Background: an optimization exercise with open tools, aiming at small area and a short achievable clock period. Do not read the settings as production practice. Function was checked by simulation only, so behaviour that the tests miss may differ from the original.

$ cat design/flow/flow/run.sh
#!/bin/bash
# The standard layout (standard synthesis, floorplan, placement, CTS, routing), with:
# - the post-CTS and post-global-route timing repair aiming for a setup slack of 13.3 ns
#   at the design's 18 ns clock, so the resizer works on the design's real critical paths;
bash standard.sh SETUP_SLACK_MARGIN=13.3 CTS_BUF_LIST=sky130_fd_sc_hd__clkbuf_8 finish > standard.log 2>&1
$ cat design/flow/standard.sh
#!/bin/bash
# synth_recipe.tcl (not shown) runs the flow's synth.tcl, then flattens the netlist and writes it again
# the make line also repeats each setting of config.mk as NAME=value (left out here)
make -C /OpenROAD-flow-scripts/flow DESIGN_CONFIG=/design/flow/config.mk WORK_HOME=/design/flow/orfs CLKGATE_MAP_FILE= SYNTH_SCRIPT=/design/flow/synth_recipe.tcl "${@:-finish}"
$ cat design/flow/config.mk
export PLATFORM = sky130hd
export DESIGN_NAME = ctr_decoder
export DESIGN_NICKNAME = ctr_decoder
export VERILOG_FILES = /design/flow/design.v
export SDC_FILE = /design/flow/constraint.sdc
export NUM_CORES = 4
export LEC_CHECK = 0
export CAP_MARGIN = 20
export CORE_MARGIN = 2
export CORE_UTILIZATION = 40
export SLEW_MARGIN = 20
$ cat design/flow/constraint.sdc
create_clock -name core_clock -period 18.0 [get_ports {clk}]
set_input_delay 3.6000 -clock core_clock [delete_from_list [all_inputs] [get_ports {clk}]]
set_output_delay 3.6000 -clock core_clock [all_outputs]
set_load 0.01 [all_outputs]
$ cat design/flow/design.v
module ctr_decoder (
    input  wire        clk,
    input  wire        rst,
    input  wire        in_valid,
    input  wire [63:0] in_container,
    input  wire [35:0] in_addr,
    output wire        out_valid,
    output wire [1:0]  out_outcome,    
    output wire [47:0] out_data,
    output wire        out_poison,
    output wire [63:0] out_container,  
    output wire [6:0]  out_pos0,       
    output wire [6:0]  out_pos1,       
    output wire        out_p,          
    output wire [5:0]  out_s1,         
    output wire [5:0]  out_s3          
);
    function automatic [5:0] gf_mul(input [5:0] a, input [5:0] b);
        integer i;
        reg [6:0] aa;
        reg [5:0] r;
        begin
            aa = {1'b0, a};
            r  = 6'd0;
            for (i = 0; i < 6; i = i + 1) begin
                if (b[i]) r = r ^ aa[5:0];
                aa = aa << 1;
                if (aa[6]) aa = aa ^ 7'h43;
            end
            gf_mul = r;
        end
    endfunction
    localparam [383:0] T_INVCUBE = 384'ha0f148041636e58e765ab0d20d1fa85b3f8f345491ceb20dec323a17a5d638f4bba0e5eb619676ed1cd737a3be679040;
    function automatic [5:0] invcube(input [5:0] a);
        invcube = T_INVCUBE[a * 6 +: 6];
    endfunction
    localparam [383:0] T_GF_LOG = 384'heb9ed456af1dae75b27aef4aa37b25cf55cfbd17e22d9f85e13a5c9b1b49da4d0e42160449bc088cd80368730218103f;
    function automatic [5:0] gf_log(input [5:0] a);
        gf_log = T_GF_LOG[a * 6 +: 6];
    endfunction
    reg v_1;
    reg v_2;
    reg v_3;
    always @(posedge clk) begin
        if (rst) begin
            v_1 <= 1'b0;
            v_2 <= 1'b0;
            v_3 <= 1'b0;
        end else begin
            v_1 <= in_valid;
            v_2 <= v_1;
            v_3 <= v_2;
        end
    end
    assign out_valid = v_3;
    wire [63:0] c_0 = in_container;
    wire [0:0] tg_0 = {in_addr[0] ^ in_addr[1] ^ in_addr[2] ^ in_addr[3] ^ in_addr[4] ^ in_addr[5] ^ in_addr[6] ^ in_addr[7] ^ in_addr[8] ^ in_addr[9] ^ in_addr[10] ^ in_addr[11] ^ in_addr[12] ^ in_addr[13] ^ in_addr[14] ^ in_addr[15] ^ in_addr[16] ^ in_addr[17] ^ in_addr[18] ^ in_addr[19] ^ in_addr[20] ^ in_addr[21] ^ in_addr[22] ^ in_addr[23] ^ in_addr[24] ^ in_addr[25] ^ in_addr[26] ^ in_addr[27] ^ in_addr[28] ^ in_addr[29] ^ in_addr[30] ^ in_addr[31] ^ in_addr[32] ^ in_addr[33] ^ in_addr[34] ^ in_addr[35]};
    reg  [63:0] c_1;
    always @(posedge clk) c_1 <= c_0;
    reg  [0:0] tg_1;
    always @(posedge clk) tg_1 <= tg_0;
    wire [0:0] tag_1 = ^tg_1;
    wire [0:0] xn64_1 = c_1[7] ^ c_1[44];
    wire [0:0] xn65_1 = c_1[28] ^ c_1[43];
    wire [0:0] xn66_1 = c_1[16] ^ c_1[37];
    wire [0:0] xn67_1 = c_1[8] ^ c_1[47];
    wire [0:0] xn68_1 = c_1[45] ^ c_1[46];
    wire [0:0] xn69_1 = c_1[15] ^ c_1[36];
    wire [0:0] xn70_1 = c_1[27] ^ c_1[62];
    wire [0:0] xn71_1 = c_1[19] ^ c_1[40];
    wire [0:0] xn72_1 = c_1[5] ^ c_1[55];
    wire [0:0] xn73_1 = c_1[6] ^ c_1[42];
    wire [0:0] xn74_1 = c_1[18] ^ c_1[63];
    wire [0:0] xn75_1 = c_1[23] ^ c_1[26];
    wire [0:0] xn76_1 = c_1[29] ^ xn67_1;
    wire [0:0] xn77_1 = c_1[22] ^ xn65_1;
    wire [0:0] xn78_1 = c_1[2] ^ xn64_1;
    wire [0:0] xn79_1 = c_1[14] ^ c_1[35];
    wire [0:0] xn80_1 = c_1[9] ^ c_1[30];
    wire [0:0] xn81_1 = c_1[4] ^ c_1[54];
    wire [0:0] xn82_1 = c_1[10] ^ c_1[31];
    wire [0:0] xn83_1 = c_1[11] ^ c_1[32];
    wire [0:0] xn84_1 = c_1[24] ^ xn68_1;
    wire [0:0] xn85_1 = c_1[25] ^ xn69_1;
    wire [0:0] xn86_1 = c_1[39] ^ xn75_1;
    wire [0:0] xn87_1 = c_1[0] ^ xn73_1;
    wire [0:0] xn88_1 = c_1[58] ^ xn70_1;
    wire [0:0] xn89_1 = xn66_1 ^ xn76_1;
    wire [0:0] xn90_1 = c_1[1] ^ c_1[21];
    wire [0:0] xn91_1 = c_1[13] ^ c_1[34];
    wire [0:0] xn92_1 = c_1[3] ^ c_1[61];
    wire [0:0] xn93_1 = c_1[17] ^ c_1[38];
    wire [0:0] xn94_1 = c_1[41] ^ c_1[59];
    wire [0:0] xn95_1 = c_1[12] ^ c_1[33];
    wire [0:0] xn96_1 = xn72_1 ^ xn79_1;
    wire [0:0] xn97_1 = xn74_1 ^ xn82_1;
    wire [0:0] xn98_1 = xn71_1 ^ xn87_1;
    wire [0:0] xn99_1 = xn77_1 ^ xn78_1;
    wire [0:0] xn100_1 = xn88_1 ^ xn93_1;
    wire [0:0] xn101_1 = xn80_1 ^ xn91_1;
    wire [0:0] xn102_1 = c_1[20] ^ xn83_1;
    wire [0:0] xn103_1 = xn90_1 ^ xn94_1;
    wire [0:0] xn104_1 = c_1[56] ^ xn85_1;
    wire [0:0] xn105_1 = xn86_1 ^ xn102_1;
    wire [0:0] xn106_1 = xn84_1 ^ xn96_1;
    wire [0:0] xn107_1 = xn95_1 ^ xn97_1;
    wire [0:0] xn108_1 = c_1[51] ^ c_1[57];
    wire [0:0] xn109_1 = c_1[49] ^ xn81_1;
    wire [0:0] xn110_1 = c_1[53] ^ xn92_1;
    wire [0:0] xn111_1 = c_1[48] ^ c_1[50];
    wire [0:0] xn112_1 = c_1[26] ^ c_1[52];
    wire [0:0] xn113_1 = xn64_1 ^ xn65_1;
    wire [0:0] xn114_1 = c_1[57] ^ xn74_1;
    wire [0:0] xn115_1 = c_1[46] ^ xn81_1;
    wire [0:0] xn116_1 = xn101_1 ^ xn109_1;
    wire [0:0] xn117_1 = xn83_1 ^ xn101_1;
    wire [0:0] xn118_1 = xn84_1 ^ xn112_1;
    wire [0:0] xn119_1 = xn66_1 ^ xn103_1;
    wire [0:0] xn120_1 = xn108_1 ^ xn110_1;
    wire [0:0] xn121_1 = c_1[39] ^ xn77_1;
    wire [5:0] s1_1 = {(((((c_1[35] ^ c_1[5]) ^ xn110_1) ^ (xn97_1 ^ (xn67_1 ^ xn68_1))) ^ (((xn94_1 ^ (c_1[19] ^ c_1[25])) ^ xn100_1) ^ (xn117_1 ^ xn121_1)))), (((xn89_1 ^ (xn78_1 ^ (xn80_1 ^ (c_1[21] ^ c_1[34])))) ^ ((((c_1[40] ^ c_1[42]) ^ (c_1[4] ^ c_1[57])) ^ xn100_1) ^ (xn107_1 ^ xn118_1)))), (((((c_1[41] ^ c_1[62]) ^ xn113_1) ^ ((c_1[6] ^ xn108_1) ^ (xn68_1 ^ xn80_1))) ^ ((((c_1[17] ^ c_1[1]) ^ (c_1[33] ^ c_1[3])) ^ xn104_1) ^ (xn105_1 ^ xn89_1)))), (((xn99_1 ^ (xn76_1 ^ (c_1[50] ^ xn82_1))) ^ ((((c_1[16] ^ c_1[27]) ^ (c_1[32] ^ c_1[38])) ^ xn104_1) ^ (xn106_1 ^ xn98_1)))), (((xn116_1 ^ (xn103_1 ^ xn113_1)) ^ ((xn86_1 ^ (c_1[37] ^ xn73_1)) ^ (((c_1[15] ^ c_1[18]) ^ (c_1[27] ^ c_1[31])) ^ xn106_1)))), (((xn98_1 ^ (xn115_1 ^ (xn79_1 ^ (c_1[28] ^ c_1[29])))) ^ ((((c_1[36] ^ c_1[44]) ^ (c_1[47] ^ c_1[48])) ^ ((c_1[59] ^ c_1[61]) ^ (c_1[62] ^ c_1[9]))) ^ (xn105_1 ^ xn107_1))))};
    wire [5:0] s3_1 = {(((xn89_1 ^ xn99_1) ^ (((c_1[58] ^ c_1[61]) ^ xn96_1) ^ ((c_1[63] ^ xn71_1) ^ (xn75_1 ^ (c_1[1] ^ c_1[53])))))), (((((c_1[63] ^ c_1[8]) ^ (xn92_1 ^ xn95_1)) ^ (((c_1[20] ^ c_1[23]) ^ (c_1[24] ^ c_1[29])) ^ ((c_1[45] ^ c_1[51]) ^ (c_1[55] ^ c_1[56])))) ^ ((xn100_1 ^ xn119_1) ^ (xn98_1 ^ xn99_1)))), ((((xn78_1 ^ xn85_1) ^ (xn86_1 ^ xn106_1)) ^ ((xn107_1 ^ xn120_1) ^ (xn89_1 ^ (c_1[28] ^ xn109_1))))), (((xn121_1 ^ (xn114_1 ^ xn115_1)) ^ ((xn85_1 ^ xn87_1) ^ ((xn70_1 ^ xn90_1) ^ (xn91_1 ^ (c_1[52] ^ c_1[7])))))), ((((xn114_1 ^ xn88_1) ^ ((c_1[54] ^ xn69_1) ^ (xn72_1 ^ (c_1[47] ^ c_1[50])))) ^ ((xn105_1 ^ xn119_1) ^ (xn98_1 ^ xn99_1)))), (((((c_1[6] ^ xn111_1) ^ (xn71_1 ^ xn72_1)) ^ ((xn81_1 ^ xn92_1) ^ xn100_1)) ^ ((xn104_1 ^ xn117_1) ^ (xn118_1 ^ xn89_1))))};
    wire [0:0] p_1 = (((xn120_1 ^ xn89_1) ^ (xn98_1 ^ xn99_1)) ^ (((xn103_1 ^ (xn111_1 ^ (c_1[52] ^ c_1[60]))) ^ (xn100_1 ^ xn104_1)) ^ ((xn105_1 ^ xn106_1) ^ (xn107_1 ^ xn116_1))));
    wire [5:0] u_1 = invcube(s1_1);
    wire [5:0] d_1 = gf_mul(s3_1, u_1);
    reg  [63:0] c_2;
    always @(posedge clk) c_2 <= c_1;
    reg  [0:0] tag_2;
    always @(posedge clk) tag_2 <= tag_1;
    reg  [5:0] s1_2;
    always @(posedge clk) s1_2 <= s1_1;
    reg  [5:0] s3_2;
    always @(posedge clk) s3_2 <= s3_1;
    reg  [0:0] p_2;
    always @(posedge clk) p_2 <= p_1;
    reg  [5:0] d_2;
    always @(posedge clk) d_2 <= d_1;
    wire [0:0] s1z_2 = ~|s1_2;
    wire [0:0] s3z_2 = ~|s3_2;
    wire [0:0] d1_2 = (d_2 == 6'd1);
    wire [0:0] trd_2 = d_2[5];
    wire [5:0] z_2 = {(~d_2[0] ^ d_2[1] ^ d_2[2] ^ d_2[4]), (~d_2[0] ^ d_2[3]), (~d_2[0]), (d_2[1] ^ d_2[2] ^ d_2[3]), (~d_2[0] ^ d_2[1]), (1'b0)};
    wire [5:0] x1_2 = gf_mul(s1_2, z_2);
    wire [5:0] x2_2 = x1_2 ^ s1_2;
    wire [5:0] lg1_2 = gf_log(x1_2);
    wire [5:0] lg2_2 = gf_log(x2_2);
    wire [0:0] lt_2 = (lg1_2 < lg2_2);
    wire [5:0] mn_2 = lt_2 ? lg1_2 : lg2_2;
    wire [5:0] mx_2 = lt_2 ? lg2_2 : lg1_2;
    wire [62:0] f_2 = {((x1_2 == 6'd33) | (x2_2 == 6'd33)), ((x1_2 == 6'd49) | (x2_2 == 6'd49)), ((x1_2 == 6'd57) | (x2_2 == 6'd57)), ((x1_2 == 6'd61) | (x2_2 == 6'd61)), ((x1_2 == 6'd63) | (x2_2 == 6'd63)), ((x1_2 == 6'd62) | (x2_2 == 6'd62)), ((x1_2 == 6'd31) | (x2_2 == 6'd31)), ((x1_2 == 6'd46) | (x2_2 == 6'd46)), ((x1_2 == 6'd23) | (x2_2 == 6'd23)), ((x1_2 == 6'd42) | (x2_2 == 6'd42)), ((x1_2 == 6'd21) | (x2_2 == 6'd21)), ((x1_2 == 6'd43) | (x2_2 == 6'd43)), ((x1_2 == 6'd52) | (x2_2 == 6'd52)), ((x1_2 == 6'd26) | (x2_2 == 6'd26)), ((x1_2 == 6'd13) | (x2_2 == 6'd13)), ((x1_2 == 6'd39) | (x2_2 == 6'd39)), ((x1_2 == 6'd50) | (x2_2 == 6'd50)), ((x1_2 == 6'd25) | (x2_2 == 6'd25)), ((x1_2 == 6'd45) | (x2_2 == 6'd45)), ((x1_2 == 6'd55) | (x2_2 == 6'd55)), ((x1_2 == 6'd58) | (x2_2 == 6'd58)), ((x1_2 == 6'd29) | (x2_2 == 6'd29)), ((x1_2 == 6'd47) | (x2_2 == 6'd47)), ((x1_2 == 6'd54) | (x2_2 == 6'd54)), ((x1_2 == 6'd27) | (x2_2 == 6'd27)), ((x1_2 == 6'd44) | (x2_2 == 6'd44)), ((x1_2 == 6'd22) | (x2_2 == 6'd22)), ((x1_2 == 6'd11) | (x2_2 == 6'd11)), ((x1_2 == 6'd36) | (x2_2 == 6'd36)), ((x1_2 == 6'd18) | (x2_2 == 6'd18)), ((x1_2 == 6'd9) | (x2_2 == 6'd9)), ((x1_2 == 6'd37) | (x2_2 == 6'd37)), ((x1_2 == 6'd51) | (x2_2 == 6'd51)), ((x1_2 == 6'd56) | (x2_2 == 6'd56)), ((x1_2 == 6'd28) | (x2_2 == 6'd28)), ((x1_2 == 6'd14) | (x2_2 == 6'd14)), ((x1_2 == 6'd7) | (x2_2 == 6'd7)), ((x1_2 == 6'd34) | (x2_2 == 6'd34)), ((x1_2 == 6'd17) | (x2_2 == 6'd17)), ((x1_2 == 6'd41) | (x2_2 == 6'd41)), ((x1_2 == 6'd53) | (x2_2 == 6'd53)), ((x1_2 == 6'd59) | (x2_2 == 6'd59)), ((x1_2 == 6'd60) | (x2_2 == 6'd60)), ((x1_2 == 6'd30) | (x2_2 == 6'd30)), ((x1_2 == 6'd15) | (x2_2 == 6'd15)), ((x1_2 == 6'd38) | (x2_2 == 6'd38)), ((x1_2 == 6'd19) | (x2_2 == 6'd19)), ((x1_2 == 6'd40) | (x2_2 == 6'd40)), ((x1_2 == 6'd20) | (x2_2 == 6'd20)), ((x1_2 == 6'd10) | (x2_2 == 6'd10)), ((x1_2 == 6'd5) | (x2_2 == 6'd5)), ((x1_2 == 6'd35) | (x2_2 == 6'd35)), ((x1_2 == 6'd48) | (x2_2 == 6'd48)), ((x1_2 == 6'd24) | (x2_2 == 6'd24)), ((x1_2 == 6'd12) | (x2_2 == 6'd12)), ((x1_2 == 6'd6) | (x2_2 == 6'd6)), ((x1_2 == 6'd3) | (x2_2 == 6'd3)), ((x1_2 == 6'd32) | (x2_2 == 6'd32)), ((x1_2 == 6'd16) | (x2_2 == 6'd16)), ((x1_2 == 6'd8) | (x2_2 == 6'd8)), ((x1_2 == 6'd4) | (x2_2 == 6'd4)), ((x1_2 == 6'd2) | (x2_2 == 6'd2)), ((x1_2 == 6'd1) | (x2_2 == 6'd1))};
    wire [0:0] clean_2 = s1z_2 & s3z_2 & ~p_2;
    wire [0:0] qonly_2 = s1z_2 & s3z_2 & p_2;
    wire [0:0] single_2 = d1_2;
    wire [0:0] dbl_2 = ~s1z_2 & ~d1_2 & ~p_2 & ~trd_2;
    wire [0:0] good_2 = s1z_2 & s3z_2 | d1_2 | dbl_2;
    wire [0:0] fq_2 = qonly_2 | d1_2 & ~p_2;
    wire [0:0] addr_2 = good_2 & (c_2[61] ^ f_2[62] ^ tag_2);
    wire [0:0] ok_2 = good_2 & ~addr_2;
    wire [11:0] sv_2 = {(s3_2[5] ^ c_2[63] ^ c_2[61] ^ tag_2), (s3_2[4] ^ ~c_2[62] ^ c_2[63] ^ c_2[61] ^ tag_2), (s3_2[3] ^ c_2[63] ^ c_2[61] ^ tag_2), (s3_2[2] ^ ~c_2[62] ^ c_2[63]), (s3_2[1] ^ ~c_2[62] ^ c_2[63]), (s3_2[0] ^ ~c_2[62] ^ c_2[61] ^ tag_2), (s1_2[5] ^ ~c_2[62] ^ c_2[63] ^ c_2[61] ^ tag_2), (s1_2[4] ^ ~c_2[62] ^ c_2[63]), (s1_2[3] ^ ~c_2[62]), (s1_2[2]), (s1_2[1]), (s1_2[0] ^ ~c_2[62] ^ c_2[63] ^ c_2[61] ^ tag_2)};
    wire [11:0] k_2 = {(sv_2[1] ^ sv_2[2] ^ sv_2[4] ^ sv_2[7] ^ sv_2[8] ^ sv_2[9] ^ sv_2[10] ^ sv_2[11]), (sv_2[0] ^ sv_2[1] ^ sv_2[3] ^ sv_2[5] ^ sv_2[6] ^ sv_2[7] ^ sv_2[8] ^ sv_2[9]), (sv_2[0] ^ sv_2[1] ^ sv_2[6] ^ sv_2[7] ^ sv_2[8] ^ sv_2[9] ^ sv_2[10] ^ sv_2[11]), (sv_2[0] ^ sv_2[6] ^ sv_2[7] ^ sv_2[8]), (sv_2[1] ^ sv_2[2] ^ sv_2[4] ^ sv_2[5] ^ sv_2[7] ^ sv_2[8] ^ sv_2[9] ^ sv_2[10]), (sv_2[0] ^ sv_2[1] ^ sv_2[3] ^ sv_2[4] ^ sv_2[5] ^ sv_2[6] ^ sv_2[7] ^ sv_2[9]), (sv_2[0] ^ sv_2[2] ^ sv_2[3] ^ sv_2[4] ^ sv_2[6] ^ sv_2[10] ^ sv_2[11]), (sv_2[3] ^ sv_2[4] ^ sv_2[5] ^ sv_2[10] ^ sv_2[11]), (sv_2[1] ^ sv_2[3] ^ sv_2[9] ^ sv_2[10] ^ sv_2[11]), (sv_2[0] ^ sv_2[1] ^ sv_2[4] ^ sv_2[5] ^ sv_2[6] ^ sv_2[9] ^ sv_2[10]), (sv_2[0] ^ sv_2[3] ^ sv_2[4] ^ sv_2[6] ^ sv_2[7] ^ sv_2[9] ^ sv_2[11]), (sv_2[2] ^ sv_2[3] ^ sv_2[5] ^ sv_2[6] ^ sv_2[8] ^ sv_2[10] ^ sv_2[11])};
    wire [0:0] qnew_2 = ~(p_2 ^ c_2[62] ^ c_2[63] ^ c_2[61] ^ c_2[60] ^ tag_2 ^ (^k_2));
    wire [63:0] oc_2 = {(ok_2 & (c_2[63] ^ f_2[61])), (~ok_2 | c_2[62] ^ f_2[60]), (tag_2), (ok_2 ? c_2[60] ^ fq_2 : qnew_2), (c_2[59] ^ (ok_2 ? f_2[11] : k_2[11])), (c_2[58] ^ (ok_2 ? f_2[10] : k_2[10])), (c_2[57] ^ (ok_2 ? f_2[9] : k_2[9])), (c_2[56] ^ (ok_2 ? f_2[8] : k_2[8])), (c_2[55] ^ (ok_2 ? f_2[7] : k_2[7])), (c_2[54] ^ (ok_2 ? f_2[6] : k_2[6])), (c_2[53] ^ (ok_2 ? f_2[5] : k_2[5])), (c_2[52] ^ (ok_2 ? f_2[4] : k_2[4])), (c_2[51] ^ (ok_2 ? f_2[3] : k_2[3])), (c_2[50] ^ (ok_2 ? f_2[2] : k_2[2])), (c_2[49] ^ (ok_2 ? f_2[1] : k_2[1])), (c_2[48] ^ (ok_2 ? f_2[0] : k_2[0])), (c_2[47] ^ (ok_2 & f_2[59])), (c_2[46] ^ (ok_2 & f_2[58])), (c_2[45] ^ (ok_2 & f_2[57])), (c_2[44] ^ (ok_2 & f_2[56])), (c_2[43] ^ (ok_2 & f_2[55])), (c_2[42] ^ (ok_2 & f_2[54])), (c_2[41] ^ (ok_2 & f_2[53])), (c_2[40] ^ (ok_2 & f_2[52])), (c_2[39] ^ (ok_2 & f_2[51])), (c_2[38] ^ (ok_2 & f_2[50])), (c_2[37] ^ (ok_2 & f_2[49])), (c_2[36] ^ (ok_2 & f_2[48])), (c_2[35] ^ (ok_2 & f_2[47])), (c_2[34] ^ (ok_2 & f_2[46])), (c_2[33] ^ (ok_2 & f_2[45])), (c_2[32] ^ (ok_2 & f_2[44])), (c_2[31] ^ (ok_2 & f_2[43])), (c_2[30] ^ (ok_2 & f_2[42])), (c_2[29] ^ (ok_2 & f_2[41])), (c_2[28] ^ (ok_2 & f_2[40])), (c_2[27] ^ (ok_2 & f_2[39])), (c_2[26] ^ (ok_2 & f_2[38])), (c_2[25] ^ (ok_2 & f_2[37])), (c_2[24] ^ (ok_2 & f_2[36])), (c_2[23] ^ (ok_2 & f_2[35])), (c_2[22] ^ (ok_2 & f_2[34])), (c_2[21] ^ (ok_2 & f_2[33])), (c_2[20] ^ (ok_2 & f_2[32])), (c_2[19] ^ (ok_2 & f_2[31])), (c_2[18] ^ (ok_2 & f_2[30])), (c_2[17] ^ (ok_2 & f_2[29])), (c_2[16] ^ (ok_2 & f_2[28])), (c_2[15] ^ (ok_2 & f_2[27])), (c_2[14] ^ (ok_2 & f_2[26])), (c_2[13] ^ (ok_2 & f_2[25])), (c_2[12] ^ (ok_2 & f_2[24])), (c_2[11] ^ (ok_2 & f_2[23])), (c_2[10] ^ (ok_2 & f_2[22])), (c_2[9] ^ (ok_2 & f_2[21])), (c_2[8] ^ (ok_2 & f_2[20])), (c_2[7] ^ (ok_2 & f_2[19])), (c_2[6] ^ (ok_2 & f_2[18])), (c_2[5] ^ (ok_2 & f_2[17])), (c_2[4] ^ (ok_2 & f_2[16])), (c_2[3] ^ (ok_2 & f_2[15])), (c_2[2] ^ (ok_2 & f_2[14])), (c_2[1] ^ (ok_2 & f_2[13])), (c_2[0] ^ (ok_2 & f_2[12]))};
    wire [1:0] ooc_2 = {~ok_2, good_2 & (~clean_2 | addr_2)};
    wire [0:0] none0_2 = ~good_2 | clean_2;
    wire [0:0] none1_2 = ~good_2 | clean_2 | p_2;
    wire [6:0] opos0_2 = {none0_2, mn_2 | {6{none0_2}}};
    wire [6:0] opos1_2 = {none1_2, mx_2 | {6{none1_2}}};
    wire [0:0] op_2 = p_2;
    wire [5:0] os1_2 = s1_2;
    wire [5:0] os3_2 = s3_2;
    reg  [63:0] oc_3;
    always @(posedge clk) oc_3 <= oc_2;
    reg  [1:0] ooc_3;
    always @(posedge clk) ooc_3 <= ooc_2;
    reg  [6:0] opos0_3;
    always @(posedge clk) opos0_3 <= opos0_2;
    reg  [6:0] opos1_3;
    always @(posedge clk) opos1_3 <= opos1_2;
    reg  [0:0] op_3;
    always @(posedge clk) op_3 <= op_2;
    reg  [5:0] os1_3;
    always @(posedge clk) os1_3 <= os1_2;
    reg  [5:0] os3_3;
    always @(posedge clk) os3_3 <= os3_2;
    assign out_outcome = ooc_3;
    assign out_container = oc_3;
    assign out_pos0 = opos0_3;
    assign out_pos1 = opos1_3;
    assign out_p = op_3;
    assign out_s1 = os1_3;
    assign out_s3 = os3_3;
    assign out_data = oc_3[47:0];
    assign out_poison = oc_3[62];
endmodule
==> run summary, run 1 <==
* Main synth FF type: dfxtp_1
* FF+latch count, synth at 245
* GRT Total Usage at 22.7%
* Yosys warning count at 1
* Met2 global-route usage at 36.7%
* Initial core utilization at 40.4%
* Final ANT Viol Nets at 0
* Drt drc at 0
* Fillers at 3,155
* Drt pass-1 iters at 9
* Num ports at 246
* WP buf/inv at 1
* DIE WIDTH at 187 um
* FFs w/ async S/R, synth at 0%
* FMAX at 214 MHz
* RD Place Congestion at 0.922
* Area growth syn-to-layout at 28.0%
* Worst EP arrival at 1070 ps
* Met3 usage at 4.39%
* Crit-path cells: clkdlybuf4s15_2
* Least-Margin Pin Slew at 979 ps
* Synthesized area per cell at 9.48 sq um
* Total core area at 33,300 sq um
* First-pass GRT wire length at 61.8 mm
* Hold Vio Cnt, Final at 0
* Post-DP HPWL at 30.4 mm
* Layout cell share with drive strength beyond 1 at 26.8%
* Clk sinks at 245
* Slew HR at 34.5%
* Clock latency at the later pin of the worst-skew pair at 580 ps
* EDFF count, synth at 0
* # diodes at 0
* Slowest CP cell: dfxtp_1
* Register area share after synthesis at 36.5%
* CTS tree: built
* Cells after Synth at 1,417
* Crit start category: register
* Syn Nets at 1,547
* Largest fanout on the critical path at 1
* Max-Cap Viols at 0
* Largest stage delay on the critical path at 300 ps
* Clk slew on worst S/H paths at 60 ps
* Wire length per cell at 19.2 um
* Max Transition Viols Final at 0
* DR iter-0 viols at 893
* Synth Cell Area at 13,400 sq um
* CP Class: reg -> out
* CP Capture Type: output pin
* Num CTS Buffers at 41
* Vias/cell at 5.09
* Die ar. at 35,100 sq um
* Clock H-tree levels at 2
* CTS Hold Bufs at 0
* WP data required at 14,400 ps
* RSZ-0062 raised after global routing: false
* Final setup fails at 0
* Nets at 1,807
* Hold WC Path Type: reg -> reg
* Vias at 10.9k
* Die Ht at 187 um
* GRT Residual Overflow at 0
* Met1 global-route usage at 30.4%
* Unique masters post-synth at 81
* Fin crit period at 4660 ps
* Port buffer count at 245
* Setup TNS at 0 ps
* Final wirelength at 41.3 mm
* Kind of cell adding the most delay to the critical path: flip-flops
* Row cnt at 67
* Most Crowded Layer GR: met2
* Status: timing/DRC/antenna clean
* Largest net degree at the start of global routing at 75
* Setup skew after layout at 62.6 ps
* Vias in the first global route at 10.5k
* Crit share post-route at 25.9%
* CTS root buf: clkbuf_8
* Initial antenna violation count at 0
* Clock tree buffer depth at 3
==> layout by cell type, fill, tap and decap left out, types with 8 or more instances in the layout <==
| cell type | instances |
|---|---|
| xor2_1 | 56 |
| mux2i_1 | 11 |
| nor3_1 | 11 |
| a31oi_1 | 9 |
| buf_6 | 10 |
| o21ai_0 | 36 |
| clkinv_2 | 8 |
| nand2b_1 | 11 |
| xnor2_2 | 9 |
| ha_1 | 14 |
| xnor3_1 | 18 |
| o22ai_1 | 61 |
| ha_4 | 11 |
| o221ai_1 | 8 |
| dfxtp_2 | 35 |
| o211ai_1 | 14 |
| clkbuf_8 | 49 |
| a211oi_1 | 8 |
| nor2_1 | 56 |
| nand3_1 | 21 |
| clkdlybuf4s50_1 | 102 |
| mux2_4 | 12 |
| dfxtp_1 | 204 |
| buf_4 | 79 |
| nand2_1 | 196 |
| a21oi_1 | 43 |
| xnor2_1 | 268 |
| buf_2 | 132 |
| inv_1 | 33 |
==> sequential cells by signal, indices dropped and copies added (netlist names), 2 cells and up <==
register	count
c_1	64
os1_3	6
d_2	6
c_2	64
opos0_3	7
opos1_3	7
oc_3	64
ooc_3	2
s3_2	6
s1_2	6
os3_3	6
==> synth_stat cells (all sizes together), types with 15 or more instances <==
cell	n	area share (%)
xnor2	282	19
dfxtp	245	37
nand2	205	5.8
buf	80	4.3
xor2	66	4.8
nor2	61	1.8
o22ai	61	2.8
a21oi	49	1.8
o21ai	41	1.5
clkbuf	40	1.1
inv	31	0.87
ha	27	2.5
xnor3	26	4.4
nand3	21	0.78
nand2b	16	0.74
o211ai	15	0.88
==> worst paths after layout <==
path,startpoint,to,slack [ps],cells after the start
max,v_3,out_valid,13340,1
max reg2reg,d_2[0],opos0_3[0],13460,19
min,tg_1,tag_2,330,0
min reg2reg,tg_1,tag_2,330,0
==> timing repair <==
item | CTS | global route
gates cloned | 2 | 0
setup buffers | 31 | 46
pin swaps | 16 | 34
gates resized for setup | 642 | 73
endpoints found under the setup margin | 225 | 53
==> area by class of cell <==
| class | count | area, sq um | area share, % |
|---|---|---|---|
| Inverter | 32 | 130 | 0.757 |
| Multi-Input combinational cell | 1021 | 8250 | 48.0 |
| Timing Repair Buffer | 336 | 2510 | 14.6 |
| Sequential cell | 245 | 4970 | 28.9 |
| Clock buffer | 49 | 674 | 3.92 |
| Tap cell | 448 | 561 | 3.26 |
| Clock inverter | 21 | 98.8 | 0.575 |
==> kinds of logic (layout without fill, tap and decap cells) <==
| group | Yosys count | in the layout | synth area share, % |
|---|---|---|---|
| buffers and inverters | 152 | 438 | 6.35 |
| multiplexers | 25 | 25 | 2.38 |
| XOR/XNOR | 382 | 383 | 29.2 |
| adder cells (fa/ha/maj) | 27 | 27 | 2.51 |
| flip-flops | 245 | 245 | 36.5 |
| AND/OR/NAND/NOR | 345 | 345 | 11.2 |
| AO/OA/AOI/OAI | 241 | 241 | 11.8 |
==> metal layers <==
metal / routed length, um / vias up
met5: 0 / -
met4: 1390 / 0
met3: 2920 / 93
met2: 19000 / 479
met1: 17900 / 5143
li1: - / 5232
==> stage by stage <==
| stage | std cells | instance area [sq um] | hold WS (ps) | setup slack (ps) | util (%) |
|---|---|---|---|---|---|
| after detailed placement | 2003 | 15900 | 315 | 11860 | 47.7 |
| final | 2152 | 17200 | 329 | 13340 | 51.7 |
| after global placement | 2002 | 15900 | 310 | 11690 | 47.7 |
| after global routing | 2152 | 17200 | 327 | 13260 | 51.7 |
| after CTS | 2106 | 16700 | 326 | 13270 | 50.2 |
| after floorplan | 1417 | 13500 | 310 | 13300 | - |
==> run 2, diff against run 1 <==
--- a/design/flow/flow/run.sh
+++ b/design/flow/flow/run.sh
@@ -4,2 +4,2 @@
 #   at the design's 18 ns clock, so the resizer works on the design's real critical paths;
-bash standard.sh SETUP_SLACK_MARGIN=13.3 CTS_BUF_LIST=sky130_fd_sc_hd__clkbuf_8 finish > standard.log 2>&1
+bash standard.sh SETUP_SLACK_MARGIN=13.3 "BUFFER_PORTS_ARGS=-buffer_cell sky130_fd_sc_hd__buf_1" finish > standard.log 2>&1
==> run summary, run 2 <==
* Post-DP HPWL at 29.5 mm (was 30.4 mm)
* Final setup fails at 0 (unchanged)
* Num ports at 246 (unchanged)
* Most frequent cells in the layout: xnor2_1, buf_1, dfxtp_1 (was xnor2_1, dfxtp_1, nand2_1)
* Syn Nets at 1,547 (unchanged)
* Largest net degree at the start of global routing at 75 (unchanged)
* Met1 global-route usage at 29.4% (was 30.4%)
* Clk sinks at 245 (unchanged)
* Row cnt at 67 (unchanged)
* Clock latency at the later pin of the worst-skew pair at 540 ps (was 580 ps)
* EDFF count, synth at 0 (unchanged)
* Drt pass-1 iters at 5 (was 9)
* Max Transition Viols Final at 0 (unchanged)
* Total core area at 33,300 sq um (unchanged)
* Crit-path cells: clkinvlp_4, ha_4, o21ai_0, a22oi_2, xor2_2, buf_4, xor2_2, buf_6, xnor2_1, buf_6, nor2_4, nor2_1, a222oi_1, nor2_1, nor4_4, ha_1, o21a_1, o211ai_1, a21oi_2, a211oi_4, buf_4, buf_12, mux2_4 (was clkdlybuf4s15_2)
* Status: timing/DRC/antenna clean (unchanged)
* Crit start category: register (unchanged)
* CP Class: reg -> reg (was reg -> out)
* Fillers at 3,167 (was 3,155)
* Clock H-tree levels at 1 (was 2)
* Final ANT Viol Nets at 0 (unchanged)
* Setup TNS at 0 ps (unchanged)
* R2R depth at 23 (was 19)
* Yosys warning count at 1 (unchanged)
* Drt drc at 0 (unchanged)
* Hold Vio Cnt, Final at 0 (unchanged)
* Clk slew on worst S/H paths at 60 ps (about the same)
* Synth cell count leaders: xnor2_1, dfxtp_1, nand2_1, o22ai_1 (unchanged)
* Layout cell share with drive strength beyond 1 at 15.0% (was 26.8%)
* FF+latch count, synth at 245 (unchanged)
* Initial core utilization at 40.4% (unchanged)
* DIE WIDTH at 187 um (unchanged)
* Die ar. at 35,100 sq um (unchanged)
* DR iter-0 viols at 915 (was 893)
* Wire length per cell at 18.7 um (was 19.2 um)
* Most common cell after layout, fill and taps aside: xnor2_1 (unchanged)
* Max-Cap Viols at 0 (unchanged)
* Hold WC Path Type: reg -> reg (unchanged)
* Leading area contributor after synthesis: dfxtp_1 (unchanged)
* Vias in the first global route at 10.3k (was 10.5k)
* Top cell type's share of synthesized area at 36.5% (unchanged)
* Most Crowded Layer GR: met2 (unchanged)
* CTS Hold Bufs at 0 (unchanged)
* Largest regs: c_1 (64), c_2 (64), oc_3 (64) (unchanged)
* GRT Total Usage at 21.5% (was 22.7%)
* Clock tree buffer depth at 3 (unchanged)
* Synth Cell Area at 13,400 sq um (unchanged)
* Area growth syn-to-layout at 20.6% (was 28.0%)
* Count leader, synth: xnor2_1 (unchanged)
* Unique masters post-synth at 81 (unchanged)
* Synthesized area per cell at 9.48 sq um (unchanged)
* CTS tree: built (unchanged)
* Main synth FF type: dfxtp_1 (unchanged)
* Final wirelength at 39.4 mm (was 41.3 mm)
* Hold slack at 325 ps (was 329 ps)
* Num CTS Buffers at 27 (was 41)
* RSZ-0062 raised after global routing: true (was false)
* WP data required at 18,430 ps (was 14,400 ps)
* First-pass GRT wire length at 59.1 mm (was 61.8 mm)
* Met3 usage at 3.64% (was 4.39%)
* Slew HR at 33.6% (was 34.5%)
* CP Capture Type: register (was output pin)
* Largest fanout on the critical path at 7 (was 1)
* # diodes at 0 (unchanged)
* Vias/cell at 5.09 (about the same)
* GRT Residual Overflow at 0 (unchanged)
* Initial antenna violation count at 1 (was 0)
* Crit share post-route at 26.4% (was 25.9%)
* Top post-synthesis cells by area: dfxtp_1, xnor2_1, nand2_1, xor2_1, xnor3_1 (unchanged)
* Hold path cells at 0 (unchanged)
* RD Place Congestion at 0.948 (was 0.922)
* Vias at 10.7k (was 10.9k)
* Port buffer count at 245 (unchanged)
* Slowest CP cell: dfxtp_4 (was dfxtp_1)
* FFs w/ async S/R, synth at 0% (unchanged)
* CTS root buf: clkbuf_16 (was clkbuf_8)
* Nets at 1,779 (was 1,807)
* Met2 global-route usage at 34.8% (was 36.7%)
* Register area share after synthesis at 36.5% (unchanged)
* Setup skew after layout at 28.4 ps (was 62.6 ps)
* Least-Margin Pin Slew at 992 ps (was 979 ps)
* Largest stage delay on the critical path at 430 ps (was 300 ps)
* FMAX at 211 MHz (was 214 MHz)
* Die Ht at 187 um (unchanged)
* Fin crit period at 4740 ps (was 4660 ps)
* Cells after Synth at 1,417 (unchanged)
* Worst EP arrival at 5170 ps (was 1070 ps)
run 2: cell counts after synthesis:
No cell type changed its count.
run 2: layer usage:
layer / vias to the layer above / share of wire (%)
met5: - / 0
met4: 0 / 3.1
met3: 81 / 7.3
met2: 457 / 46
met1: 5043 / 44
li1: 5159 / -
run 2: kinds of logic after synthesis:
kind of cell | after synthesis | share of synthesized area [%]
compound gates | 241 | 11.8
xor+xnor | 382 | 29.2
fa+ha+maj | 27 | 2.51
flops | 245 | 36.5
simple gates | 345 | 11.2
buf+inv | 152 | 6.35
mux | 25 | 2.38
run 2: worst paths after layout:
path / startpoint / slack (ps) / to
min reg2reg: tg_1 / 330 / tag_2
max reg2reg: s1_2[4] / 13260 / opos1_3[5]
min: tg_1 / 330 / tag_2
max: s1_2[4] / 13260 / opos1_3[5]
run 2: timing repair:
action / 4_1_cts / 5_1_grt
cloned: 2 / 0
setup buffers: 40 / 22
resized for setup: 72 / 33
setup endpoints to repair: 87 / 28
pin swaps: 20 / 19
run 2: critical path: cells and delay by family (launching register included):
kind | cells | cell delay, ps
mux | 1 | 300
simple gates | 4 | 740
compound gates | 7 | 1180
flops | 1 | 430
xor+xnor | 3 | 420
fa+ha+maj | 2 | 650
buf+inv | 6 | 900
run 2: area by class of cell:
cell class	count	area (sq um)	share of cell area [%]
inverters	32	128	0.788
clock buffers	33	728	4.50
multi-input cells	1020	8120	50.1
repair buffers	323	1590	9.81
clock inverters	11	143	0.881
flip-flops and latches	245	4930	30.4
well taps	448	561	3.46
run 2: metrics by stage:
stage               util [%]  instances  area [sq um]  worst slack, ps
floorplan                  -       1417         13500            13300
global placement        43.1       2004         14400            11850
detailed placement      43.2       2004         14400            12120
CTS                     47.8       2090         15900            13290
global route            48.7       2112         16200            13090
finish                  48.7       2112         16200            13260
==> run 3, diff against run 2 <==
==> design/flow/flow/run.sh (replaced) <==
#!/bin/bash
# The standard layout (standard synthesis, floorplan, placement, CTS, routing), with:
# - the post-CTS and post-global-route timing repair aiming for a setup slack of 13.3 ns
#   at the design's 18 ns clock, so the resizer works on the design's real critical paths;
# - the port buffers (one per input and output port, as standard) made with buf_1;
bash standard.sh SETUP_SLACK_MARGIN=13.3 "BUFFER_PORTS_ARGS=-buffer_cell sky130_fd_sc_hd__buf_1" \
    CTS_BUF_LIST=sky130_fd_sc_hd__clkbuf_8 finish > standard.log 2>&1
==> run summary, run 3 <==
* Die ar. at 35,100 sq um (unchanged)
* Clock latency at the later pin of the worst-skew pair at 570 ps (was 540 ps)
* Largest regs: c_1 (64), c_2 (64), oc_3 (64) (unchanged)
* Port buffer count at 245 (unchanged)
* Num ports at 246 (unchanged)
* Leading area contributor after synthesis: dfxtp_1 (unchanged)
* Drt pass-1 iters at 6 (was 5)
* Final setup fails at 0 (unchanged)
* EDFF count, synth at 0 (unchanged)
* Hold slack at 325 ps (about the same)
* GRT Total Usage at 21.6% (was 21.5%)
* Slowest CP cell: dfxtp_1 (was dfxtp_4)
* RD Place Congestion at 0.948 (unchanged)
* Mux share of post-synthesis cell area at 2.38% (unchanged)
* Main synth FF type: dfxtp_1 (unchanged)
* Die Ht at 187 um (unchanged)
* Least-Margin Pin Slew at 1010 ps (was 992 ps)
* Syn Nets at 1,547 (unchanged)
* FMAX at 214 MHz (was 211 MHz)
* Most common cell after layout, fill and taps aside: xnor2_1 (unchanged)
* WP data required at 14,400 ps (was 18,430 ps)
* Fin crit period at 4680 ps (was 4740 ps)
* Clk sinks at 245 (unchanged)
* DP Cell Count at 2,004 (unchanged)
* Area growth syn-to-layout at 21.1% (was 20.6%)
* GRT Residual Overflow at 0 (unchanged)
* Simple-Gate Fraction of Synth Area at 11.2% (unchanged)
* Slew HR at 32.5% (was 33.6%)
* Initial antenna violation count at 1 (unchanged)
* Setup skew after layout at 49.7 ps (was 28.4 ps)
* Synth Cell Area at 13,400 sq um (unchanged)
* Clock H-tree levels at 2 (was 1)
* DIE WIDTH at 187 um (unchanged)
* Crit-path cells: clkbuf_2 (was clkinvlp_4, ha_4, o21ai_0, a22oi_2, xor2_2, buf_4, xor2_2, buf_6, xnor2_1, buf_6, nor2_4, nor2_1, a222oi_1, nor2_1, nor4_4, ha_1, o21a_1, o211ai_1, a21oi_2, a211oi_4, buf_4, buf_12, mux2_4)
* FF+latch count, synth at 245 (unchanged)
* Wire length per cell at 18.5 um (was 18.7 um)
* R2R depth at 20 (was 23)
* XOR/XNOR Fraction of Synth Area at 29.2% (unchanged)
* Post-Synth Adder-Cell Area at 2.51% (unchanged)
* Vias in the first global route at 10.3k (about the same)
* Kind of cell adding the most delay to the critical path: flip-flops (was compound AO/OA/AOI/OAI gates)
* Hold Path End: tag_2 (unchanged)
* Capturing point of the worst reg2reg path: opos1_3[2] (was opos1_3[5])
* Final wirelength at 39.6 mm (was 39.4 mm)
* Hold WC Path Type: reg -> reg (unchanged)
* CP Class: reg -> out (was reg -> reg)
* Largest family of logic cells by synthesized area: XOR/XNOR gates (unchanged)
* Initial core utilization at 40.4% (unchanged)
* WP buf/inv at 1 (was 6)
* Crit share post-route at 26.0% (was 26.4%)
* First-pass GRT wire length at 59.1 mm (about the same)
* Non-filler instance count after layout at 2,135 (was 2,112)
* Largest stage delay on the critical path at 380 ps (was 430 ps)
* Hold Vio Cnt, Final at 0 (unchanged)
* Final ANT Viol Nets at 0 (unchanged)
* Layout Utilization at 48.9% (was 48.7%)
* Max-Cap Viols at 0 (unchanged)
* Unique masters post-synth at 81 (unchanged)
* FFs w/ async S/R, synth at 0% (unchanged)
* Top post-synthesis cells by area: dfxtp_1, xnor2_1, nand2_1, xor2_1, xnor3_1 (unchanged)
* RSZ-0062 raised after global routing: true (unchanged)
* CP Capture Type: output pin (was register)
* Post-DP HPWL at 29.5 mm (unchanged)
* Hold wc startpoint: tg_1 (unchanged)
* Synth cell count leaders: xnor2_1, dfxtp_1, nand2_1, o22ai_1 (unchanged)
* Crit start category: register (unchanged)
* CTS Hold Bufs at 0 (unchanged)
* Vias at 10.9k (was 10.7k)
* CTS root buf: clkbuf_8 (was clkbuf_16)
* Status: timing/DRC/antenna clean (unchanged)
* Vias/cell at 5.10 (was 5.09)
* Max Transition Viols Final at 0 (unchanged)
* Drt drc at 0 (unchanged)
* Register area share after synthesis at 36.5% (unchanged)
* Largest net degree at the start of global routing at 75 (unchanged)
* Hold path cells at 0 (unchanged)
* Top cell type's share of synthesized area at 36.5% (unchanged)
* Clock tree buffer depth at 3 (unchanged)
* CTS tree: built (unchanged)
* Synthesized area per cell at 9.48 sq um (unchanged)
* DR iter-0 viols at 952 (was 915)
* Yosys warning count at 1 (unchanged)
* Clk slew on worst S/H paths at 60 ps (about the same)
* # diodes at 0 (unchanged)
* Layout cell share with drive strength beyond 1 at 16.8% (was 15.0%)
* Stages on worst setup path at 1 (was 23)
* Total core area at 33,300 sq um (unchanged)
* Largest fanout on the critical path at 1 (was 7)
* Nets at 1,789 (was 1,779)
* Num CTS Buffers at 41 (was 27)
* Cells after Synth at 1,417 (unchanged)
* Area fraction in compound gates after synthesis at 11.8% (unchanged)
* Worst EP arrival at 1080 ps (was 5170 ps)
* Row cnt at 67 (unchanged)
* Setup TNS at 0 ps (unchanged)
* Fillers at 3,168 (was 3,167)
* R2R setup slack at 13,360 ps (was 13,260 ps)
* Count leader, synth: xnor2_1 (unchanged)
* Startpoint of the worst-slack reg-to-reg timing path: d_2[3] (was s1_2[4])
* Most frequent cells in the layout: xnor2_1, dfxtp_1, buf_1 (was xnor2_1, buf_1, dfxtp_1)
[run 3: timing repair]
action / in CTS / in global routing
setup endpoints to repair: 93 / 34
gates resized for setup: 75 / 58
gates cloned: 2 / 0
setup buffers: 23 / 35
pin swaps: 13 / 22
[run 3: final cells by class]
type                    count  area (sq um)  share of cell area [%]
multi-input cells        1020          8110                    49.8
flip-flops and latches    245          4940                    30.4
repair buffers            319          1610                    9.89
clock buffers              53           729                    4.48
well taps                 448           561                    3.44
clock inverters            18           189                    1.16
inverters                  32           134                   0.823
[run 3: worst max path at each step]
stage / slack, ps / startpoint / to
detailed placement: 12120 / s1_2[4] / opos1_3[5]
CTS: 13290 / d_2[0] / opos1_3[5]
floorplan: 13300 / d_2[1] / opos0_3[0]
finish: 13320 / os1_3[5] / out_s1[5]
global placement: 11850 / s1_2[4] / opos1_3[5]
global route: 13200 / d_2[1] / opos1_3[2]
[run 3: through the flow]
step                      area [sq um]  setup WS [ps]
after global placement           14400          11850
after floorplan                  13500          13300
after detailed placement         14400          12120
after CTS                        15800          13290
after global routing             16300          13200
final                            16300          13320
[run 3: cell families after synthesis]
logic type | Yosys count
xor+xnor | 382
simple gates | 345
flops | 245
compound gates | 241
buf+inv | 152
fa+ha+maj | 27
mux | 25
[run 3: layer usage]
metal	track usage, %	wire length, um	up-vias
met2	34.9	18100	490
met3	3.75	2880	82
met5	1.51	75	-
met1	29.3	17300	5124
li1	-	-	5197
met4	6.75	1180	2
==> run 4, diff against run 3 <==
==> design/flow/flow/run.sh (replaced) <==
#!/bin/bash
# The standard layout (standard synthesis, floorplan, placement, CTS, routing), with:
# - the post-CTS and post-global-route timing repair aiming for a setup slack of 13 ns
#   at the design's 18 ns clock, so the resizer works on the design's real critical paths;
# - the port buffers (one per input and output port, as standard) made with buf_1;
bash standard.sh SETUP_SLACK_MARGIN=13 "BUFFER_PORTS_ARGS=-buffer_cell sky130_fd_sc_hd__buf_1" \
    CTS_BUF_LIST=sky130_fd_sc_hd__clkbuf_8 finish > standard.log 2>&1
==> run summary, run 4 <==
* CTS tree: built (unchanged)
* Die ar. at 35,100 sq um (unchanged)
* # diodes at 0 (unchanged)
* Die Ht at 187 um (unchanged)
* Synth Cell Area at 13,400 sq um (unchanged)
* Status: timing/DRC/antenna clean (unchanged)
* Nets at 1,746 (was 1,789)
* Synthesized area per cell at 9.48 sq um (unchanged)
* Top post-synthesis cells by area: dfxtp_1, xnor2_1, nand2_1, xor2_1, xnor3_1 (unchanged)
* Main synth FF type: dfxtp_1 (unchanged)
* CTS root buf: clkbuf_8 (unchanged)
* Hold WC Path Type: reg -> reg (unchanged)
* Clock tree buffer depth at 3 (unchanged)
* Num CTS Buffers at 40 (was 41)
* Crit start category: register (unchanged)
* CP Class: reg -> reg (was reg -> out)
* Least-Margin Pin Slew at 949 ps (was 1010 ps)
* Fin crit period at 4810 ps (was 4680 ps)
* FMAX at 208 MHz (was 214 MHz)
* Total core area at 33,300 sq um (unchanged)
* Setup slack after layout at 13,190 ps (was 13,320 ps)
* Multi-input gate area at 7960 sq um (was 8110 sq um)
* Slew HR at 36.5% (was 32.5%)
* Worst EP arrival at 5270 ps (was 1080 ps)
* Clock H-tree levels at 2 (unchanged)
* GRT Total Usage at 21.4% (was 21.6%)
* Wire length per cell at 18.3 um (was 18.5 um)
* Area growth syn-to-layout at 16.3% (was 21.1%)
* Synth cell count leaders: xnor2_1, dfxtp_1, nand2_1, o22ai_1 (unchanged)
* Vias/cell at 5.03 (was 5.10)
* Drt drc at 0 (unchanged)
* Cells after Synth at 1,417 (unchanged)
* CP Capture Type: register (was output pin)
* Post-DP HPWL at 29.2 mm (was 29.5 mm)
* Count leader, synth: xnor2_1 (unchanged)
* DP Worst Slack at 12,140 ps (was 12,120 ps)
* Setup skew after layout at 40.4 ps (was 49.7 ps)
* Final ANT Viol Nets at 0 (unchanged)
* Crit share post-route at 26.7% (was 26.0%)
* Clk slew on worst S/H paths at 60 ps (about the same)
* First-pass GRT wire length at 58.3 mm (was 59.1 mm)
* Leading area contributor after synthesis: dfxtp_1 (unchanged)
* WP data required at 18,460 ps (was 14,400 ps)
* Hold Vio Cnt, Final at 0 (unchanged)
* RD Place Congestion at 0.922 (was 0.948)
* Register area share after synthesis at 36.5% (unchanged)
* Setup TNS at 0 ps (unchanged)
* GRT Residual Overflow at 0 (unchanged)
* Initial core utilization at 40.4% (unchanged)
* FFs w/ async S/R, synth at 0% (unchanged)
* Port buffer count at 245 (unchanged)
* Fillers at 3,228 (was 3,168)
* Num ports at 246 (unchanged)
* Row cnt at 67 (unchanged)
* EDFF count, synth at 0 (unchanged)
* Drt pass-1 iters at 6 (unchanged)
* Vias in the first global route at 10.1k (was 10.3k)
* Most frequent cells in the layout: xnor2_1, buf_1, dfxtp_1 (was xnor2_1, dfxtp_1, buf_1)
* CTS Hold Bufs at 0 (unchanged)
* Largest fanout on the critical path at 13 (was 1)
* FF+latch count, synth at 245 (unchanged)
* Layout cell share with drive strength beyond 1 at 11.5% (was 16.8%)
* Largest net degree at the start of global routing at 75 (unchanged)
* Top cell type's share of synthesized area at 36.5% (unchanged)
* Most common cell after layout, fill and taps aside: xnor2_1 (unchanged)
* Largest regs: c_1 (64), c_2 (64), oc_3 (64) (unchanged)
* Max Transition Viols Final at 0 (unchanged)
* Yosys warning count at 1 (unchanged)
* DR iter-0 viols at 939 (was 952)
* Final setup fails at 0 (unchanged)
* RSZ-0062 raised after global routing: false (was true)
* Syn Nets at 1,547 (unchanged)
* Vias at 10.5k (was 10.9k)
* R2R depth at 16 (was 20)
* FF/Latch Area at 4920 sq um (was 4940 sq um)
* Final wirelength at 38.4 mm (was 39.6 mm)
* Clk sinks at 245 (unchanged)
* Clock latency at the later pin of the worst-skew pair at 590 ps (was 570 ps)
* Max-Cap Viols at 0 (unchanged)
* DIE WIDTH at 187 um (unchanged)
* Unique masters post-synth at 81 (unchanged)
* Initial antenna violation count at 1 (unchanged)
* Hold path cells at 0 (unchanged)
-- run 4: cell counts after synthesis --
No cell type changed its count.
-- run 4: cell type report --
class	instances	share of cell area, %
Multi-Input combinational cell	1022	50.9
Sequential cell	245	31.5
Timing Repair Buffer	275	7.49
Clock buffer	50	4.40
Tap cell	448	3.59
Clock inverter	22	1.30
Inverter	32	0.776
-- run 4: per-stage QoR --
stage	hold WS, ps	cell area, sq um	utilization [%]	instances
6_report	325	15600	47.0	2094
5_1_grt	338	15600	47.0	2094
4_1_cts	328	15400	46.4	2086
3_5_place_dp	318	14300	43.1	2004
3_3_place_gp	311	14300	43.0	2002
2_1_floorplan	310	13500	-	1417
-- run 4: kinds of logic after synthesis --
logic type	after synthesis	synth area share, %
AO/OA/AOI/OAI	241	11.8
XOR/XNOR	382	29.2
adder cells (fa/ha/maj)	27	2.51
buffers and inverters	152	6.35
flip-flops	245	36.5
multiplexers	25	2.38
AND/OR/NAND/NOR	345	11.2
-- run 4: worst paths after layout --
| path | start | end | slack (ps) |
|---|---|---|---|
| worst max-delay path | c_1[6] | d_2[1] | 13190 |
| worst min-delay path | tg_1 | tag_2 | 320 |
| worst max register to register | c_1[6] | d_2[1] | 13190 |
| worst min register to register | tg_1 | tag_2 | 320 |
-- run 4: what timing repair did --
action	CTS	global route
gates resized for setup	28	31
buffers inserted	9	7
setup endpoints to repair	23	25
gates cloned	1	1
pin swaps	6	9
-- run 4: critical path: stages (launching register included) --
cell,delay [ps]
dfxtp_1,490
xnor3_1,500
xnor2_2,370
xnor3_1,450
xnor3_2,540
inv_1,250
ha_1,260
inv_1,90
mux4_1,480
nand2_1,80
o31ai_1,80
a21bo_2,340
nand3_1,110
nand3_1,70
a21oi_1,220
xnor2_1,110
xnor2_1,230
-- run 4: metal layers --
layer | GRT usage (%) | vias up | wire length (um) | share of wire [%]
met5 | 0 | - | 0 | 0
met4 | 5.62 | 0 | 714 | 1.9
met3 | 3.92 | 38 | 2940 | 7.7
met2 | 34.2 | 431 | 17700 | 46
met1 | 29.8 | 4944 | 17000 | 44
li1 | - | 5111 | - | -
==> run 5, diff against run 4 <==
==> design/flow/flow/run.sh (replaced) <==
#!/bin/bash
# The standard layout (standard synthesis, floorplan, placement, CTS, routing), with:
# - the post-CTS and post-global-route timing repair aiming for a setup slack of 13 ns
#   at the design's 18 ns clock, so the resizer works on the design's real critical paths;
bash standard.sh SETUP_SLACK_MARGIN=13 "BUFFER_PORTS_ARGS=-buffer_cell sky130_fd_sc_hd__buf_1" finish > standard.log 2>&1
--- a/design/flow/config.mk
+++ b/design/flow/config.mk
@@ -9,3 +9,3 @@
 export CORE_MARGIN = 2
-export CORE_UTILIZATION = 40
+export CORE_UTILIZATION = 55
 export SLEW_MARGIN = 20
==> run summary, run 5 <==
* Status: timing/DRC/antenna clean (unchanged)
* Wire length per cell at 19.0 um (was 18.3 um)
* Setup slack after layout at 13,210 ps (was 13,190 ps)
* CP Capture Type: register (unchanged)
* CP Class: reg -> reg (unchanged)
* Total core area at 24,200 sq um (was 33,300 sq um)
* CTS tree: built (unchanged)
* WP data required at 18,420 ps (was 18,460 ps)
* DR iter-0 viols at 864 (was 939)
* Nets at 1,736 (was 1,746)
* FFs w/ async S/R, synth at 0% (unchanged)
* First-pass GRT wire length at 55.4 mm (was 58.3 mm)
* CTS root buf: clkbuf_16 (was clkbuf_8)
* Vias at 10.5k (about the same)
* Post-DP HPWL at 27.4 mm (was 29.2 mm)
* Row cnt at 57 (was 67)
* Worst EP arrival at 5210 ps (was 5270 ps)
* Area growth syn-to-layout at 16.7% (was 16.3%)
* FMAX at 209 MHz (was 208 MHz)
* Synthesized area per cell at 9.48 sq um (unchanged)
* Largest fanout on the critical path at 9 (was 13)
* Hold slack at 329 ps (was 325 ps)
* Cells after Synth at 1,417 (unchanged)
* Drt drc at 0 (unchanged)
* Hold Vio Cnt, Final at 0 (unchanged)
* Crit share post-route at 26.6% (was 26.7%)
* Hold WC Path Type: reg -> reg (unchanged)
* Num ports at 246 (unchanged)
* Die ar. at 25,700 sq um (was 35,100 sq um)
* Syn Nets at 1,547 (unchanged)
* Leading area contributor after synthesis: dfxtp_1 (unchanged)
* DP Worst Slack at 11,640 ps (was 12,140 ps)
* Largest net degree at the start of global routing at 75 (unchanged)
* Layout Utilization at 64.8% (was 47.0%)
* GRT Total Usage at 27.7% (was 21.4%)
* Most common cell after layout, fill and taps aside: xnor2_1 (unchanged)
* RSZ-0062 raised after global routing: false (unchanged)
* Unique masters post-synth at 81 (unchanged)
* RD Place Congestion at 0.930 (was 0.922)
* Count leader, synth: xnor2_1 (unchanged)
* Setup skew after layout at 25.4 ps (was 40.4 ps)
* Final ANT Viol Nets at 0 (unchanged)
* Fillers at 2,063 (was 3,228)
* CTS Hold Bufs at 0 (unchanged)
* Synth Cell Area at 13,400 sq um (unchanged)
* GRT Residual Overflow at 0 (unchanged)
* Clock latency at the later pin of the worst-skew pair at 550 ps (was 590 ps)
* Max-Cap Viols at 0 (unchanged)
* Die Ht at 160 um (was 187 um)
* Main synth FF type: dfxtp_1 (unchanged)
* Register area share after synthesis at 36.5% (unchanged)
* Hold path cells at 0 (unchanged)
* EDFF count, synth at 0 (unchanged)
* Yosys warning count at 1 (unchanged)
* Final wirelength at 37.0 mm (was 38.4 mm)
* Synth cell count leaders: xnor2_1, dfxtp_1, nand2_1, o22ai_1 (unchanged)
* Port buffer count at 245 (unchanged)
* Least-Margin Pin Slew at 1020 ps (was 949 ps)
* Initial core utilization at 55.6% (was 40.4%)
* Clk sinks at 245 (unchanged)
* Clk slew on worst S/H paths at 60 ps (about the same)
* Most frequent cells in the layout: xnor2_1, buf_1, dfxtp_1 (unchanged)
* Vias in the first global route at 9,774 (was 10.1k)
* DIE WIDTH at 160 um (was 187 um)
* Clock tree buffer depth at 3 (unchanged)
* Vias/cell at 5.41 (was 5.03)
* Initial antenna violation count at 0 (was 1)
* Slew HR at 31.6% (was 36.5%)
* FF+latch count, synth at 245 (unchanged)
* Crit start category: register (unchanged)
* Setup TNS at 0 ps (unchanged)
* Num CTS Buffers at 26 (was 40)
* Fin crit period at 4790 ps (was 4810 ps)
* Top post-synthesis cells by area: dfxtp_1, xnor2_1, nand2_1, xor2_1, xnor3_1 (unchanged)
* Drt pass-1 iters at 6 (unchanged)
* Layout cell share with drive strength beyond 1 at 11.5% (about the same)
* R2R depth at 20 (was 16)
* Max Transition Viols Final at 0 (unchanged)
* # diodes at 0 (unchanged)
* Largest regs: c_1 (64), c_2 (64), oc_3 (64) (unchanged)
* Final setup fails at 0 (unchanged)
* Clock H-tree levels at 1 (was 2)
* Top cell type's share of synthesized area at 36.5% (unchanged)
run 5: worst max-delay path: stages, from the launching register on:
cell	delay [ps]
dfxtp_1	340
inv_1	70
ha_4	340
xor3_2	340
nand2b_1	110
xnor3_2	300
xor2_4	200
xnor2_4	240
inv_4	100
ha_4	290
o21ai_1	180
a21oi_1	90
a2bb2oi_1	160
or3_4	410
ha_1	300
o21a_1	180
o211ai_1	160
a21oi_1	100
a211oi_4	270
buf_12	170
mux2_2	330
run 5: final cells by class:
type                       instances  area (sq um)  area share (%)
inverter                          32           128           0.814
sequential                       245          4930            31.4
timing repair buffer             279          1200            7.67
tap                              324           405            2.59
clock buffer                      37           772            4.92
clock inverter                     9           143           0.910
multi-input combinational       1022          8100            51.7
run 5: through the flow:
stage / cell area [sq um] / cells
finish: 15700 / 1948
global route: 15700 / 1948
CTS: 15300 / 1937
detailed placement: 14200 / 1877
global placement: 14200 / 1877
floorplan: 13500 / 1417
run 5: layer usage:
metal | vias to the layer above | GRT usage, % | wire, um
met1 | 4897 | 38.4 | 16000
met3 | 68 | 4.65 | 2900
met5 | - | 0 | 0
met4 | 0 | 7.53 | 1040
met2 | 490 | 45.2 | 17000
li1 | 5085 | - | -
run 5: worst paths after layout:
kind	slack, ps	end	startpoint
max	13210	opos0_3[5]	d_2[1]
min	330	tag_2	tg_1
max reg2reg	13210	opos0_3[5]	d_2[1]
min reg2reg	330	tag_2	tg_1
run 5: logic make-up (layout without fill, tap and decap cells):
| kind of cell | after synthesis | count (layout) | synth area share [%] |
|---|---|---|---|
| AO/OA/AOI/OAI | 241 | 241 | 11.8 |
| multiplexers | 25 | 25 | 2.38 |
| adder cells (fa/ha/maj) | 27 | 27 | 2.51 |
| flip-flops | 245 | 245 | 36.5 |
| buffers and inverters | 152 | 357 | 6.35 |
| AND/OR/NAND/NOR | 345 | 345 | 11.2 |
| XOR/XNOR | 382 | 384 | 29.2 |
run 5: what timing repair did:
| item | 4_1_cts | 5_1_grt |
|---|---|---|
| pin swaps | 6 | 10 |
| resized for setup | 33 | 48 |
| cloned | 1 | 1 |
| setup buffers | 13 | 10 |
| setup endpoints to repair | 76 | 48 |

static timing again, ports no longer ideal:
The flow's constraints put no driver on any port. The routed layouts listed below were extracted and timed again, unchanged, in two steps. Step 1 (the two cells are an assumption about what drives the block):
set clk [get_ports {clk}]
set_driving_cell -lib_cell sky130_fd_sc_hd__clkbuf_16 $clk
set_driving_cell -lib_cell sky130_fd_sc_hd__buf_2 [delete_from_list [all_inputs] $clk]
Step 2 also shifts input and output timing later by t, the mid clock arrival at the registers, as if the neighbouring blocks saw the same clock. Three values: ideal, step 1, step 2; two values: the first two.
run | t (ns) | setup WS [ns] | worst setup path after step 2
run 1 | 0.595 | 13.335 / 13.285 / 12.874 | input to register
run 2 | 0.579 | 13.255 / 13.255 / 13.222 | input to register
run 3 | 0.597 | 13.325 / 13.275 / 13.216 | input to register
run 4 | 0.613 | 13.191 / 13.191 / 13.191 | register to register
run 5 | 0.592 | 13.215 / 13.215 / 13.215 | register to register
After both steps setup and hold are still met in every run listed. The setup slack of run 1, which loses most, moves by -0.050 ns with the drivers and by -0.461 ns with both steps.
